Context: an optimization exercise on an open-source flow, tuned for small area. The choices shown serve that exercise and are no tape-out recipe. The RTL was checked by simulation tests, not by an equivalence proof against the original design. Power and IR drop assume default switching activity.

--- design/flow/run.sh ---
#!/bin/bash
# synth_recipe.tcl (not shown) runs the flow's synth.tcl, then flattens the netlist and writes it again
# the make line also repeats each setting of config.mk as NAME=value (left out here)
make -C /OpenROAD-flow-scripts/flow DESIGN_CONFIG=/design/flow/config.mk WORK_HOME=/design/flow/orfs CLKGATE_MAP_FILE= SYNTH_SCRIPT=/design/flow/synth_recipe.tcl finish
--- design/flow/constraint.sdc ---
create_clock -name core_clock -period 15.0 [get_ports {clk}]
set_input_delay 3.0000 -clock core_clock [delete_from_list [all_inputs] [get_ports {clk}]]
set_output_delay 3.0000 -clock core_clock [all_outputs]
set_load 0.01 [all_outputs]
--- design/flow/design.v ---
module zr_wheel (
    input  wire        clk,
    input  wire        rst_n,           
    input  wire        tick,
    input  wire        lol,
    input  wire        abort,
    input  wire        retune,
    input  wire        cmd_start,
    input  wire        cmd_stop,
    input  wire        cmd_home,
    input  wire        cfg_we,
    input  wire [2:0]  cfg_addr,
    input  wire [31:0] cfg_wdata,
    input  wire        seg_we,
    input  wire [3:0]  seg_widx,
    input  wire [31:0] seg_wword0,
    input  wire [31:0] seg_wword1,
    input  wire        load_commit,
    input  wire [5:0]  load_nseg,
    output reg  [31:0] ofs,
    output reg  [1:0]  state,
    output reg         gliding,
    output reg         pend,
    output reg         home_pend,
    output reg  [3:0]  seg,
    output reg  [15:0] pcnt,
    output reg  [15:0] underrun_cnt,
    output reg  [15:0] clip_cnt,
    output reg         ev_clip,
    output reg         ev_empty,
    output reg         ev_done,
    output reg         ev_glide,
    output reg         ev_underrun,
    output reg         ev_pause,
    output reg         ev_resume,
    output reg         ev_abort,
    output reg         ev_poison,
    output reg         ev_nostart
);
    localparam NSEG_MAX = 16;
    localparam [1:0] ST_IDLE    = 2'b00;
    localparam [1:0] ST_RUNNING = 2'b01;
    localparam [1:0] ST_PAUSED  = 2'b10;
    localparam [1:0] ST_HELD    = 2'b11;
    localparam [1:0] PH_START = 2'd0;    
    localparam [1:0] PH_SEG   = 2'd1;    
    localparam [1:0] PH_HOME  = 2'd2;    
    localparam [29:0] LIM_MAX = 30'd687194767;
    reg        lol_pol;         
    reg [15:0] periods;
    reg [31:0] anchor;
    reg [29:0] lim_neg;
    reg [29:0] lim_pos;
    reg [30:0] glide;
    wire running = (state == ST_RUNNING) || (state == ST_PAUSED);
    wire signed [32:0] anchor_s  = {anchor[31], anchor};
    wire signed [32:0] neg_lim_s = -$signed({3'b000, lim_neg});
    wire signed [32:0] pos_lim_s = $signed({3'b000, lim_pos});
    wire signed [32:0] wdata_s    = {cfg_wdata[31], cfg_wdata};
    wire [29:0]        wlim       = cfg_wdata[29:0];
    wire signed [32:0] wlim_neg_s = -$signed({3'b000, wlim});
    wire signed [32:0] wlim_pos_s = $signed({3'b000, wlim});
    always @(posedge clk) begin
        if (!rst_n) begin
            lol_pol <= 1'b0;
            periods <= 16'd0;
            anchor  <= 32'd0;
            lim_neg <= 30'h147AE148;
            lim_pos <= 30'd0;
            glide   <= 31'h00100000;
        end else if (cfg_we) begin
            case (cfg_addr)
                3'd0: lol_pol <= cfg_wdata[1];
                3'd1: periods <= cfg_wdata[15:0];
                3'd2:
                    if (!running && wdata_s >= neg_lim_s && wdata_s <= pos_lim_s)
                        anchor <= cfg_wdata;
                3'd3:
                    if (!running && wlim <= LIM_MAX && anchor_s >= wlim_neg_s)
                        lim_neg <= wlim;
                3'd4:
                    if (!running && wlim <= LIM_MAX && anchor_s <= wlim_pos_s)
                        lim_pos <= wlim;
                3'd5:
                    if (cfg_wdata[30:0] != 31'd0)
                        glide <= cfg_wdata[30:0];
                default: ;
            endcase
        end
    end
    reg [15:0] seg_dur   [0:2*NSEG_MAX-1];
    reg [7:0]  seg_rep   [0:2*NSEG_MAX-1];
    reg [31:0] seg_slope [0:2*NSEG_MAX-1];
    reg        seg_rsv   [0:2*NSEG_MAX-1];
    reg        inuse;           
    reg        inuse_valid;     
    reg [4:0]  inuse_nseg;
    reg [4:0]  pend_nseg;
    always @(posedge clk) begin
        if (seg_we) begin
            seg_dur  [{~inuse, seg_widx}] <= seg_wword0[15:0];
            seg_rep  [{~inuse, seg_widx}] <= seg_wword0[23:16];
            seg_rsv  [{~inuse, seg_widx}] <= |seg_wword0[31:24];
            seg_slope[{~inuse, seg_widx}] <= seg_wword1;
        end
    end
    function [5:0] search;      
        input [4:0] k;
        integer j;
        reg found;
        reg [4:0] idx;
        begin
            found = 1'b0;
            idx   = 5'd0;
            for (j = NSEG_MAX - 1; j >= 0; j = j - 1) begin
                if (j >= k && j < inuse_nseg &&
                    (seg_rsv[{inuse, j[3:0]}] || seg_dur[{inuse, j[3:0]}] != 16'd0)) begin
                    found = 1'b1;
                    idx   = j[4:0];
                end
            end
            search = {found, 1'b0, idx[3:0]};
        end
    endfunction
    reg [1:0]  phase;
    reg        in_seg;          
    reg [15:0] dleft;           
    reg [7:0]  rleft;           
    reg        clipped;         
    reg [1:0]  n_state;
    reg [1:0]  n_phase;
    reg [31:0] n_ofs;
    reg        n_gliding;
    reg        n_home_pend;
    reg [3:0]  n_seg;
    reg        n_in_seg;
    reg [15:0] n_dleft;
    reg [7:0]  n_rleft;
    reg        n_clipped;
    reg [15:0] n_pcnt;
    reg [15:0] n_underrun_cnt;
    reg [15:0] n_clip_cnt;
    reg        swap_req;
    reg        e_clip, e_empty, e_done, e_glide, e_underrun;
    reg        e_pause, e_resume, e_abort, e_poison, e_nostart;
    reg [5:0]          srch;
    reg                starting;
    reg [3:0]          idx;
    reg                period_end;
    reg [15:0]         d;
    reg [7:0]          r;
    reg signed [32:0]  target;
    reg signed [32:0]  diff;
    reg [32:0]         gdist;
    reg signed [32:0]  sum;
    reg                landed;
    wire can_swap = pend && !seg_we && !load_commit;
    wire signed [32:0] ofs_s   = {ofs[31], ofs};
    wire signed [32:0] glide_s = {2'b00, glide};
    always @(*) begin
        n_state        = state;
        n_phase        = phase;
        n_ofs          = ofs;
        n_gliding      = gliding;
        n_home_pend    = home_pend;
        n_seg          = seg;
        n_in_seg       = in_seg;
        n_dleft        = dleft;
        n_rleft        = rleft;
        n_clipped      = clipped;
        n_pcnt         = pcnt;
        n_underrun_cnt = underrun_cnt;
        n_clip_cnt     = clip_cnt;
        swap_req       = 1'b0;
        e_clip = 1'b0; e_empty = 1'b0; e_done = 1'b0; e_glide = 1'b0; e_underrun = 1'b0;
        e_pause = 1'b0; e_resume = 1'b0; e_abort = 1'b0; e_poison = 1'b0; e_nostart = 1'b0;
        srch       = 6'd0;
        starting   = 1'b0;
        idx        = seg;
        period_end = 1'b0;
        d          = dleft;
        r          = rleft;
        target     = 33'sd0;
        diff       = 33'sd0;
        gdist       = 33'd0;
        sum        = 33'sd0;
        landed     = 1'b0;
        if (tick) begin
            case (state)
                ST_PAUSED:
                    if (!lol) begin
                        n_state = ST_RUNNING;
                        if (home_pend) begin
                            n_phase     = PH_HOME;
                            n_home_pend = 1'b0;
                            n_gliding   = 1'b0;
                        end else begin
                            e_resume = 1'b1;
                            if (lol_pol && phase != PH_HOME) begin
                                n_phase   = PH_START;
                                n_in_seg  = 1'b0;
                                n_gliding = 1'b0;
                                swap_req  = 1'b1;
                            end
                        end
                    end
                ST_RUNNING:
                    if (lol) begin
                        n_state = ST_PAUSED;
                        e_pause = 1'b1;
                    end else if (phase == PH_START || phase == PH_HOME) begin
                        target = (phase == PH_HOME) ? 33'sd0 : anchor_s;
                        if (ofs_s != target) begin
                            diff = target - ofs_s;
                            gdist = diff[32] ? -diff : diff;
                            if (!gliding)
                                e_glide = 1'b1;
                            if (gdist <= {2'b00, glide}) begin
                                n_ofs     = target[31:0];
                                n_gliding = 1'b0;
                                landed    = 1'b1;
                            end else begin
                                n_ofs     = diff[32] ? (ofs_s - glide_s) : (ofs_s + glide_s);
                                n_gliding = 1'b1;
                            end
                            if (phase == PH_HOME && landed) begin
                                n_state = ST_IDLE;
                                e_done  = 1'b1;
                            end
                        end else if (phase == PH_HOME) begin
                            n_state = ST_IDLE;
                            e_done  = 1'b1;
                        end else begin
                            srch = search(5'd0);
                            if (!srch[5]) begin
                                n_pcnt  = (pcnt == 16'hFFFF) ? pcnt : pcnt + 16'd1;
                                e_empty = 1'b1;
                                e_done  = 1'b1;
                                n_state = ST_HELD;
                            end else begin
                                starting = 1'b1;
                                idx      = srch[3:0];
                            end
                        end
                    end else begin
                        starting = !in_seg;
                        idx      = seg;
                    end
                default: ;
            endcase
        end
        if (tick && state == ST_RUNNING && !lol && (phase == PH_SEG || starting)) begin
            n_seg   = idx;
            n_phase = PH_SEG;
            if (starting && seg_rsv[{inuse, idx}]) begin
                e_underrun     = 1'b1;
                n_underrun_cnt = (underrun_cnt == 16'hFFFF) ? underrun_cnt : underrun_cnt + 16'd1;
                period_end     = 1'b1;
            end else begin
                if (starting) begin
                    d = seg_dur[{inuse, idx}];
                    r = seg_rep[{inuse, idx}];
                end
                n_in_seg  = 1'b1;
                n_clipped = starting ? 1'b0 : clipped;
                if (!n_clipped) begin
                    sum = ofs_s + {seg_slope[{inuse, idx}][31], seg_slope[{inuse, idx}]};
                    if (sum > pos_lim_s || sum < neg_lim_s) begin
                        n_ofs      = (sum > pos_lim_s) ? pos_lim_s[31:0] : neg_lim_s[31:0];
                        n_clipped  = 1'b1;
                        e_clip     = 1'b1;
                        n_clip_cnt = (clip_cnt == 16'hFFFF) ? clip_cnt : clip_cnt + 16'd1;
                    end else begin
                        n_ofs = sum[31:0];
                    end
                end
                if (d == 16'd1) begin
                    if (r == 8'd0) begin
                        srch = search({1'b0, idx} + 5'd1);
                        if (srch[5]) begin
                            n_seg    = srch[3:0];
                            n_in_seg = 1'b0;
                            n_phase  = PH_SEG;
                        end else begin
                            period_end = 1'b1;
                        end
                    end else begin
                        n_dleft = seg_dur[{inuse, idx}];
                        n_rleft = r - 8'd1;
                    end
                end else begin
                    n_dleft = d - 16'd1;
                    n_rleft = r;
                end
            end
            if (period_end) begin
                n_pcnt   = (pcnt == 16'hFFFF) ? pcnt : pcnt + 16'd1;
                n_in_seg = 1'b0;
                if (periods != 16'd0 && n_pcnt >= periods) begin
                    n_state = ST_HELD;
                    e_done  = 1'b1;
                end else begin
                    n_phase  = PH_START;
                    swap_req = 1'b1;
                end
            end
        end
        if (cmd_start && !cmd_stop) begin
            if ((n_state == ST_IDLE || n_state == ST_HELD) && !lol) begin
                if (inuse_valid || can_swap) begin
                    n_state     = ST_RUNNING;
                    n_phase     = PH_START;
                    n_pcnt      = 16'd0;
                    n_in_seg    = 1'b0;
                    n_gliding   = 1'b0;
                    n_home_pend = 1'b0;
                    n_seg       = 4'd0;
                    swap_req    = 1'b1;
                end else begin
                    e_nostart = 1'b1;
                end
            end
        end else if (cmd_stop && !cmd_start) begin
            if (n_state == ST_RUNNING) begin
                if (cmd_home) begin
                    if (n_phase != PH_HOME) begin
                        n_phase   = PH_HOME;
                        n_gliding = 1'b0;
                    end
                end else begin
                    n_state = ST_HELD;
                    e_done  = 1'b1;
                end
            end else if (n_state == ST_PAUSED) begin
                if (cmd_home) begin
                    n_home_pend = 1'b1;
                end else begin
                    n_state = ST_HELD;
                    e_done  = 1'b1;
                end
            end
        end
        if (retune && n_state == ST_HELD) begin
            n_state = ST_IDLE;
            n_ofs   = 32'd0;
        end
        if (abort && n_state != ST_IDLE) begin
            n_state = ST_IDLE;
            n_ofs   = 32'd0;
            e_abort = 1'b1;
        end
        if (n_state == ST_IDLE || n_state == ST_HELD) begin
            n_gliding   = 1'b0;
            n_home_pend = 1'b0;
        end
        if (state == ST_IDLE || state == ST_HELD)
            swap_req = 1'b1;
        if (load_commit && (load_nseg == 6'd0 || load_nseg > NSEG_MAX))
            e_poison = 1'b1;
    end
    wire do_swap = can_swap && swap_req;
    always @(posedge clk) begin
        if (!rst_n) begin
            state        <= ST_IDLE;
            phase        <= PH_START;
            ofs          <= 32'd0;
            gliding      <= 1'b0;
            home_pend    <= 1'b0;
            seg          <= 4'd0;
            in_seg       <= 1'b0;
            dleft        <= 16'd0;
            rleft        <= 8'd0;
            clipped      <= 1'b0;
            pcnt         <= 16'd0;
            underrun_cnt <= 16'd0;
            clip_cnt     <= 16'd0;
            pend         <= 1'b0;
            inuse        <= 1'b0;
            inuse_valid  <= 1'b0;
            inuse_nseg   <= 5'd0;
            pend_nseg    <= 5'd0;
            ev_clip      <= 1'b0;
            ev_empty     <= 1'b0;
            ev_done      <= 1'b0;
            ev_glide     <= 1'b0;
            ev_underrun  <= 1'b0;
            ev_pause     <= 1'b0;
            ev_resume    <= 1'b0;
            ev_abort     <= 1'b0;
            ev_poison    <= 1'b0;
            ev_nostart   <= 1'b0;
        end else begin
            state        <= n_state;
            phase        <= n_phase;
            ofs          <= n_ofs;
            gliding      <= n_gliding;
            home_pend    <= n_home_pend;
            seg          <= n_seg;
            in_seg       <= n_in_seg;
            dleft        <= n_dleft;
            rleft        <= n_rleft;
            clipped      <= n_clipped;
            pcnt         <= n_pcnt;
            underrun_cnt <= n_underrun_cnt;
            clip_cnt     <= n_clip_cnt;
            if (do_swap) begin
                inuse       <= ~inuse;
                inuse_valid <= 1'b1;
                inuse_nseg  <= pend_nseg;
            end
            if (load_commit) begin
                if (load_nseg != 6'd0 && load_nseg <= NSEG_MAX) begin
                    pend      <= 1'b1;
                    pend_nseg <= load_nseg[4:0];
                end else begin
                    pend      <= 1'b0;
                end
            end else if (seg_we || do_swap) begin
                pend <= 1'b0;
            end
            ev_clip      <= e_clip;
            ev_empty     <= e_empty;
            ev_done      <= e_done;
            ev_glide     <= e_glide;
            ev_underrun  <= e_underrun;
            ev_pause     <= e_pause;
            ev_resume    <= e_resume;
            ev_abort     <= e_abort;
            ev_poison    <= e_poison;
            ev_nostart   <= e_nostart;
        end
    end
endmodule
--- design/flow/config.mk ---
export PLATFORM = sky130hd
export DESIGN_NAME = zr_wheel
export DESIGN_NICKNAME = zr_wheel
export VERILOG_FILES = /design/flow/design.v
export SDC_FILE = /design/flow/constraint.sdc
export NUM_CORES = 4
export LEC_CHECK = 0
export CAP_MARGIN = 20
export CORE_MARGIN = 2
export CORE_UTILIZATION = 40
export SLEW_MARGIN = 20
==> impl_metrics.toml <==
[floorplanning]
die_h_um = 508
initial_core_util_pct = 40.3
rows = 184
coreArea_um2 = 252000
die-area_um2 = 258000
dieWidth_um = 508
io_pins = 220

[detailed_routing]
vias = 79700
drtPass1Iterations = 6
viasPerCell = 6.09
antenna_left = 0
drt_iter0_drc = 11100
wl_per_cell_um = 28.5
wirelength_mm = 373
post-route-drc-count = 0

[placed_design]
placed_cell_area_um2 = 108000
place_hpwl_mm = 245
gp_congestion = 0.979
numPortBuffers = 219
dp_cells = 12700

[timing]
fin_tns_setup_ns = 0
drv_slew = 0
rsz0062_at_grt = "false"
fin_skew_ns = 0.0886
slew_headroom_pct = 20.4
fin_hold_ws_ns = 0.457
hold_violations = 0
min_period_ns = 13.79
setup_viol = 0
worstMarginPinSlew_ns = 1.19
fin_crit_sh_pct = 91.9
clock.fmax_ghz = 0.0725

[synthesis]
synth_edf_count = 1824
synthFlopType = "edfxtp_1"
yosys.area.top_type = "edfxtp_1"
synth_cell_type_count = 103
netlist_instances = 9400
synthTopCellsByArea = "edfxtp_1 (54%), nand2_1 (6.9%), dfxtp_1 (5.5%), nand3_1 (5.3%), ha_1 (4.3%)"
yosysMostFrequentCell = "nand2_1"
syn_area_um2 = 101000
syn_area_per_cell_um2 = 10.8
yosys-top-cells-count = "nand2_1 (1876), edfxtp_1 (1824), nand3_1 (1070), nor2_1 (532), a21oi_1 (414)"
syn_nets = 9869
yosysWarnings = 1
ys_seq_area_share_pct = 59.5
async_flop_share_pct = 0
ys_ff_latch = 2104
synth_top_cell_area_share_pct = 54.0

[setup_path]
r2r_slack_ns = 1.21
r2r_cells = 35
endpoint = "ofs[2]"
cp-start-kind = "flop"
critPathMaxStageDelay_ns = 0.87
end_kind = "flop"
startpoint = "phase[1]"
crit_top_cell = "buf_4"
crit_slowest_cell = "nor4bb_1"
crit_arrival_ns = 14.60
r2r_end = "ofs[2]"
critPathMaxFanout = 65
worstSetupPathType = "flop to flop"
crit_required_ns = 15.81
r2r_start = "phase[1]"

[finish]
design_area_um2 = 115000
area_growth_pct = 13.3
drive_above_1_share_pct = 7.23
fillers = 23200
layout.cells.non_filler = 13100
finalNetCount = 10000

[cts]
post_cts_buffers = 0
root_buffer = "clkbuf_16"
clockBufferDepth = 3
cts_tree = "done"
htreeDepth = 4
cts-resized-gates = 0
hold_buffers = 0
cts_buffers = 216
cts_sinks = 2104
path_clk_slew_ns = 0.07
worstSkewPairLatency_ns = 0.92

[hold_path]
hold_path.class = "flop to flop"

[power]
p_leak_nw = 40.5
powerDensity_nw_per_um2 = 110
vdd_drop_max_mv = 0.117

[global_route]
overflow = 0
grt_antenna_before_repair = 28
grt_pass1_wl_mm = 532
grt_pass1_vias = 74800
grt_max_degree = 127
grt.total_usage_pct = 28.1

[run]
drv_cap = 0

[outcome]
status = "no timing/DRC/antenna violations"
kinds of logic (layout without fill, tap and decap cells):
kind of cell / after synthesis / in the layout / synth area share, %
adders and majority gates: 349 / 349 / 4.32
and+or+nand+nor: 4281 / 4281 / 19.3
other: 0 / 13 / 0
DFF: 2104 / 2104 / 59.5
xor gates and xnor gates: 236 / 236 / 2.04
buffers and inverters: 746 / 1082 / 3.06
AOI/OAI and AO/OA: 1444 / 1444 / 9.39
muxes: 240 / 240 / 2.40
where the power goes:
group / switching [mW] / internal, mW / total, mW
clock network: 2.41 / 2.96 / 5.37
registers: 0.0234 / 6.40 / 6.43
logic: 0.569 / 0.263 / 0.832
metrics by stage:
stage / setup slack (ns) / total power, mW / utilization [%]
2_1_floorplan: 2.38 / 7.00 / -
3_3_place_gp: 1.27 / 7.35 / 42.8
3_5_place_dp: 1.01 / 7.36 / 42.9
4_1_cts: 1.69 / 12.7 / 45.7
5_1_grt: 0.596 / 13.0 / 45.7
6_report: 1.21 / 12.6 / 45.7
flip-flops by register name, summed over array words and instances (netlist names), 30 cells and up, named ones only:
name and count:
seg_rep 256, glide 31, lim_neg 30, anchor 32, seg_dur 512, seg_rsv 32, ofs 32, lim_pos 30
seg_slope 1024
metal layers:
metal	track usage [%]	vias to the layer above	routed length (um)
met5	0	-	120
met3	5.20	713	36200
li1	-	35000	-
met4	11.7	16	16000
met2	43.8	4416	169000
met1	38.4	39600	151000
how the worst min path moves through the flow:
stage	end	cells past startpoint	slack, ns	from
detailed placement	dleft[13]	2	0.45	dleft[13]
floorplan	dleft[13]	2	0.43	dleft[13]
finish	glide[1]	2	0.46	glide[1]
global placement	dleft[13]	2	0.44	dleft[13]
CTS	dleft[13]	2	0.46	dleft[13]
global route	glide[1]	2	0.48	glide[1]
cells in the final DEF (no fill, tap or decap), types with 30 or more instances in the layout:
master           instances
a21oi_1                414
nor2b_1                 65
a31oi_1                100
nor2_4                  37
o31ai_1                 43
o21ai_0                235
nand2b_1                46
dfxtp_1                279
clkbuf_16              216
o211ai_1                94
a21o_1                  78
a22oi_1                 33
or4_1                   34
o31a_1                  34
nand3_1               1070
clkbuf_1                30
nand2_1               1875
nand4_1                119
ha_1                   345
nor3_1                 111
edfxtp_1              1824
inv_1                  218
or3_1                   44
xor2_1                  81
buf_4                  218
clkinv_1                57
and2_1                  80
nor4_1                 143
nor2_1                 493
and3_1                  49
clkdlybuf4s50_1        195
mux2i_1                225
o21a_1                  43
xnor2_1                155
clkinv_2                37
a211oi_1                57
cell type report:
class | count | area, um^2 | share of cell area, %
flip-flops and latches | 2104 | 60400 | 52.5
multi-input cells | 6550 | 38400 | 33.4
clock buffers | 250 | 5570 | 4.85
well taps | 3348 | 4190 | 3.64
repair buffers | 456 | 4070 | 3.54
clock inverters | 153 | 1460 | 1.27
inverters | 223 | 860 | 0.747
diodes | 13 | 32.5 | 0.0283
worst max-delay path, delay by kind of cell, from the launching register on:
family,cells,cell delay (ns)
AO/OA/AOI/OAI,11,3.63
adder cells (fa/ha/maj),3,0.99
buffers and inverters,9,2.49
flip-flops,1,0.52
multiplexers,2,0.93
AND/OR/NAND/NOR,10,4.80

[static timing again, ports no longer ideal]
How much do the figures lean on ideal ports? The routed layout below was timed once more, with nothing changed but the port constraints.
Step 1 assumes that a clkbuf_16 drives the clock port and a buf_2 every other input.
Step 2, shift: input delay + t, output delay - t, t = (earliest + latest rising clock arrival at the registers) / 2. This alone moves slack from input paths to output paths.
Three values: no drivers, after step 1, after step 2; two values: the first two.
shift t [ns]: 0.970
setup slack, ns: 1.210 / 1.210 / 0.562
clock arrival spread, ns: 0.090 / 0.090
pins driven straight from the clock port: 1
After both steps setup and hold are still met in this run. The setup slack of this run moves by 0.000 ns with the drivers and by -0.648 ns with both steps.
